This design comes from an exercise in tuning for small area, a short achievable clock period and few clock cycles per item on the open sky130 flow, not from production work.
Function was checked by simulation only, so behaviour that the tests miss may differ from the original.
No activity file was given, so power comes from the tool's default toggle rates.

==> build 14 <==
## flt_fine
module flt_fine (
    input  wire               clk,
    input  wire               rst,           
    input  wire [4:0]         dc_k,          
    input  wire               dc_freeze,     
    input  wire [2:0]         cic_log2,      
    input  wire [1:0]         hb_n,          
    input  wire [1:0]         fir_taps,      
    input  wire [4:0]         sh_dc,
    input  wire [4:0]         sh_cic,
    input  wire [4:0]         sh_hb1,
    input  wire [4:0]         sh_hb2,
    input  wire [4:0]         sh_fir,
    input  wire [4:0]         sh_loop,
    input  wire [15:0]        kp,
    input  wire [15:0]        ki,
    input  wire [23:0]        m_seed,        
    input  wire               coef_we,
    input  wire [5:0]         coef_addr,
    input  wire [17:0]        coef_data,
    input  wire               start,         
    input  wire               in_valid,
    input  wire signed [23:0] in_e,
    output wire               in_ready,
    output wire               idle,
    output reg                out_valid,
    output wire signed [23:0] out_f,
    output reg  signed [31:0] out_w,
    output wire signed [23:0] out_m,
    output reg                out_clamped
);
    integer i;
    function [23:0] shsat;
        input [47:0] x;
        input [4:0]  s;
        reg   [47:0] y;
        reg          ovf;
        integer      q;
        begin
            y = $signed(x) >>> s;
            ovf = 1'b0;
            for (q = 23; q < 47; q = q + 1)
                if (q >= 23 + s) ovf = ovf | (x[q] ^ x[47]);
            if (ovf)
                shsat = {x[47], {23{~x[47]}}};
            else
                shsat = y[23:0];
        end
    endfunction
    function [2:0] bdig;
        input [2:0] b;
        begin
            bdig[2] = b[2] & ~(b[1] & b[0]);
            bdig[1] = (b[2] & ~b[1] & ~b[0]) | (~b[2] & b[1] & b[0]);
            bdig[0] = b[1] ^ b[0];
  ...
clock: 16.0 ns
lec_check: 0
cap_margin: 20
core_margin: 2
core_utilization: 50
cts_buf_list: sky130_fd_sc_hd__clkbuf_8
place_density: 0.65
slew_margin: 20
run.sh (not shown) runs the stock make flow with config.mk's settings and CLKGATE_MAP_FILE= SYNTH_SCRIPT=/design/flow/synth_recipe.tcl, a recipe that flattens the netlist after the stock synthesis.
==> trial 26: changes against build 14 <==
--- a/flow/design.v
+++ b/flow/design.v
@@ -19,19 +19,19 @@
     input  wire [5:0]         coef_addr,
     input  wire [17:0]        coef_data,
     input  wire               start,         
     input  wire               in_valid,
     input  wire signed [23:0] in_e,
     output wire               in_ready,
     output wire               idle,
     output reg                out_valid,
-    output wire signed [23:0] out_f,
+    output reg  signed [23:0] out_f,
     output reg  signed [31:0] out_w,
-    output wire signed [23:0] out_m,
+    output reg  signed [23:0] out_m,
     output reg                out_clamped
 );
     integer i;
     function [23:0] shsat;
         input [47:0] x;
         input [4:0]  s;
         reg   [47:0] y;
         reg          ovf;
@@ -182,27 +182,29 @@
     reg signed [23:0] m;
     reg signed [23:0] m_snap;      
     reg signed [24:0] d;
     reg               dv, dbe;
     reg signed [23:0] x1;
     reg               v1, be1;
     wire signed [24:0] dc_t   = d >>> p_dck;
     wire               dc_upd = dv && !p_frz;
-    wire signed [24:0] dc_tu  = dc_upd ? dc_t : 25'sd0;
-    wire signed [23:0] m_nx   = m + dc_tu[23:0];
+    wire signed [23:0] m_add  = m + dc_t[23:0];
+    wire signed [23:0] m_nx   = dc_upd ? m_add : m;
+    wire signed [24:0] dc_a   = {e0[23], e0} - {m[23], m};
+    wire signed [24:0] dc_as  = dc_a - dc_t;
     wire signed [24:0] dc_ys  = d >>> p_shdc;
     always @(posedge clk) begin
         if (start_r)
             m <= m_seed;
         else
             m <= m_nx;
         if (dv && dbe)
             m_snap <= m_nx;
-        d   <= {e0[23], e0} - {m[23], m} - dc_tu;
+        d   <= dc_upd ? dc_as : dc_a;
         dbe <= be0;
         x1  <= shsat({{23{dc_ys[24]}}, dc_ys}, 5'd0);
         if (rst) begin
             dv <= 1'b0; v1 <= 1'b0; be1 <= 1'b0;
         end else begin
             dv <= v0; v1 <= dv; be1 <= dv & dbe;
         end
     end
@@ -375,19 +377,19 @@
     wire [95:0] ht4  = csa(ht3[47:0], ht3[95:48], ht2b[95:48]);
     localparam [47:0] HC0 = bconst(9);
     always @(posedge clk) begin
         hd  <= (hs_n == H_RUN && hval_n) ? ((hj_n == 4'd8) ? ho3 : he6) : 24'd0;
         hdg <= benc(hcoef(hj_n));
         hps <= ht4[47:0];
         hpc <= ht4[95:48];
         hpn <= hdg[26];
-        if (hpv)
-            hacc <= (hpf ? HC0 : hacc) + hps + hpc + {31'd0, hpn, 16'd0};
-        hbr <= shsat(hacc, hstg ? p_shhb2 : p_shhb1);
+        hacc <= (hpf ? HC0 : hacc) + hps + hpc + {31'd0, hpn, 16'd0};
+        if (hs == H_SAT)
+            hbr <= shsat(hacc, hstg ? p_shhb2 : p_shhb1);
         if (rst) begin
             hpv <= 1'b0; hpf <= 1'b0;
         end else begin
             hpv <= (hs == H_RUN);
             hpf <= (hs == H_RUN) && (hj == 4'd0);
         end
         if (hb_take && hph1)
             e1l <= {e1l[167:0], qa_v};
@@ -548,76 +550,85 @@
             fl3 <= fl2;
         end
     end
     wire [23:0] fir_f = shsat(facc, p_shfir);
     reg  [3:0]  lst;           
     reg  signed [23:0] f_l, m_l;
     reg  signed [47:0] phi, integ, v, p1, p2;
     reg  [2:0]  bdi, bdp;      
-    assign out_f = f_l;
-    assign out_m = m_l;
+    reg  [47:0] ppi_r, ppp_r;  
+    reg         ngi_r, ngp_r;
+    always @(posedge clk) begin
+        out_f <= f_l;
+        out_m <= m_l;
+    end
     always @(posedge clk)
         if (fl1 && fs1) m_l <= m_fir;
     wire        sh_u  = (lst == 4'd1);
     wire signed [70:0] sh_y  = sh_u ? {f_l, 47'd0} : {{23{p2[47]}}, p2};
     wire        [6:0]  sh_a  = sh_u ? u_r : {2'b0, p_shloop};
     wire signed [70:0] sh_ys = sh_y >>> sh_a;
     wire signed [47:0] u_v   = u_zero ? 48'sd0 : sh_ys[47:0];
     wire [3:0]  dj  = lst - 4'd2;          
     wire [18:0] kie = {2'b0, p_ki, 1'b0};
     wire [18:0] kpe = {1'b0, kpi, 1'b0};
     wire [2:0]  bei = bdig(kie[2*dj +: 3]);
     wire [2:0]  bep = bdig(kpe[2*dj +: 3]);
     wire [47:0] ppi = bdi[0] ? p1 : bdi[1] ? {p1[46:0], 1'b0} : 48'd0;
     wire [47:0] ppp = bdp[0] ? p1 : bdp[1] ? {p1[46:0], 1'b0} : 48'd0;
-    wire [47:0] ints = integ + (ppi ^ {48{bdi[2]}}) + {47'd0, bdi[2]};
-    wire [47:0] p2s  = p2    + (ppp ^ {48{bdp[2]}}) + {47'd0, bdp[2]};
+    wire        ppen = (lst >= 4'd3) && (lst <= 4'd11);
+    wire [47:0] ints = integ + ppi_r + {47'd0, ngi_r};
+    wire [47:0] p2s  = p2    + ppp_r + {47'd0, ngp_r};
     wire [47:0] phs  = phi + p1 - v;
     wire signed [49:0] w_full = {{18{m_l[23]}}, m_l, 8'd0} + {{2{v[47]}}, v};
     wire               w_hi   = !w_full[49] && (w_full[48:31] != 18'd0);
     wire               w_lo   =  w_full[49] && (w_full[48:31] != {18{1'b1}});
     always @(posedge clk) begin
         if (fl3)
             f_l <= fir_f;
         bdi <= bei;
         bdp <= bep;
+        ppi_r <= ppen ? (ppi ^ {48{bdi[2]}}) : 48'd0;
+        ppp_r <= ppen ? (ppp ^ {48{bdp[2]}}) : 48'd0;
+        ngi_r <= ppen & bdi[2];
+        ngp_r <= ppen & bdp[2];
         if (start_r) begin
             phi <= 48'sd0; integ <= 48'sd0; v <= 48'sd0;
         end else begin
             if (lst == 4'd2)
                 phi <= phs;
-            if (lst >= 4'd3 && lst <= 4'd11)
+            if (lst >= 4'd3 && lst <= 4'd12)
                 integ <= ints;
-            if (lst == 4'd12)
+            if (lst == 4'd13)
                 v <= sh_ys[47:0];
         end
         case (lst)
             4'd1:    p1 <= u_v;
             4'd2:    p1 <= phs;
             default: p1 <= {p1[45:0], 2'b0};
         endcase
         p2 <= (lst == 4'd2) ? integ : p2s;
         if (rst) begin
             lst <= 4'd0;
             out_valid <= 1'b0;
         end else begin
-            out_valid <= (lst == 4'd13);
+            out_valid <= (lst == 4'd14);
             if (fl3)
                 lst <= 4'd1;
             else if (lst != 4'd0)
-                lst <= (lst == 4'd13) ? 4'd0 : lst + 4'd1;
+                lst <= (lst == 4'd14) ? 4'd0 : lst + 4'd1;
         end
         out_w       <= w_hi ? 32'h7fffffff : w_lo ? 32'h80000000 : w_full[31:0];
         out_clamped <= w_hi | w_lo;
     end
     reg idle_r;
     assign idle = idle_r;
     wire busy = accept | v0 | dv | v1 | v2 | v3 | v4 | cg | (cs != 3'd0) | (qn != 2'd0)
               | (hs != H_IDLE) | fp_v | fw | fs1 | fs2 | fl3
-              | ((lst != 4'd0) && (lst != 4'd13));
+              | ((lst != 4'd0) && (lst != 4'd14));
     always @(posedge clk) begin
         if (rst)
             idle_r <= 1'b1;
         else
             idle_r <= !busy;
     end
 endmodule
==> flow/flow/run.sh (new file) <==
#!/bin/bash
set -euo pipefail
cd "$(dirname "$0")/.."
bash standard.sh SETUP_SLACK_MARGIN=11 "BUFFER_PORTS_ARGS=-buffer_cell sky130_fd_sc_hd__buf_4" finish > standard_flow.log 2>&1
==> flow/standard.sh (new file) <==
#!/bin/bash
# synth_recipe.tcl (not shown) runs the flow's synth.tcl, then flattens the netlist and writes it again
# the make line also repeats each setting of config.mk as NAME=value (left out here)
make -C /OpenROAD-flow-scripts/flow DESIGN_CONFIG=/design/flow/config.mk WORK_HOME=/design/flow/orfs CLKGATE_MAP_FILE= SYNTH_SCRIPT=/design/flow/synth_recipe.tcl "${@:-finish}"
Settings changed: CTS_BUF_LIST sky130_fd_sc_hd__clkbuf_8 to not set, CTS_CLUSTER_DIAMETER set to 100, CTS_CLUSTER_SIZE set to 30.
removed: flow/run.sh
==> comparison table <==
| item | trial 26 | build 14 |
|---|---|---|
| Hold Path Sink | rg[1][7] | rg[38][4] |
| Total via count in the routed design | 156,946 | 158,096 |
| Run status | complete, no violations | complete, no violations |
| Placed cell count | 26,782 | 26,435 |
| Arrival time at the worst endpoint | 1.69 ns | 2.89 ns |
| Share of total power in the clock network | 19.7% | 29.0% |
| Largest net degree at the start of global routing | 167 | 208 |
| WL met2 | 286,000 um | 288,000 um |
| Number of unique standard cell types used by synthesis | 104 | 114 |
| Cell Area, Synth | 0.233 mm2 | 0.231 mm2 |
| Compound-gate portion of the synthesized area | 12.2% | 12.3% |
| # H-tree levels | 4 | 6 |
| Number of cells traversed by the worst register-to-register path | 16 | 13 |
| Launch instance of the worst register-to-register path | fa[0] | hstg |
| EDFF count, synth | 2,040 | 2,064 |
| X dimension of the die | 687 um | 683 um |
| All-layer global routing usage | 26.4% | 26.8% |
| N_diodes | 12 | 11 |
| Clock network contribution to total cell area | 2.84% | 6.37% |
| Comb_multi_in | 13,712 | 13,531 |
| Clock network power | 7.08 mW | 11.0 mW |
| Insertion delay to the later sink of the worst-skew pair | 1.02 ns | 1.32 ns |
| Footprint of the multi-input gates | 0.102 mm2 | 0.102 mm2 |
| GP Congestion | 0.927 | 0.935 |
Testbench counts of build 14, summed over its fixed seeds: cycles 68,096, items 65,536.
Testbench counts of trial 26, summed over its fixed seeds: cycles 68,112, items 65,536.

==> port drivers added, routing unchanged <==
The flow's constraints put no driver on any port. The routed layouts listed below were extracted and timed again, unchanged, in two steps. Step 1, drivers: a clkbuf_16 drives clk and a buf_2 each remaining input, both assumed. Step 2, shift: input delay + t, output delay - t, t = (earliest + latest rising clock arrival at the registers) / 2. This alone moves slack from input paths to output paths. a / b / c = ideal ports / drivers / drivers and shift; a / b = the first two.
| run | t (ns) | setup slack, ns | pins driven straight from the clock port |
|---|---|---|---|
| build 14 | 1.359 | 9.908 / 9.790 / 10.072 | 1 |
| trial 26 | 1.095 | 11.108 / 10.987 / 11.054 | 1 |
After both steps every run listed still meets setup and hold. The setup slack of trial 26, which loses most, moves by -0.121 ns with the drivers and by -0.054 ns with both steps.
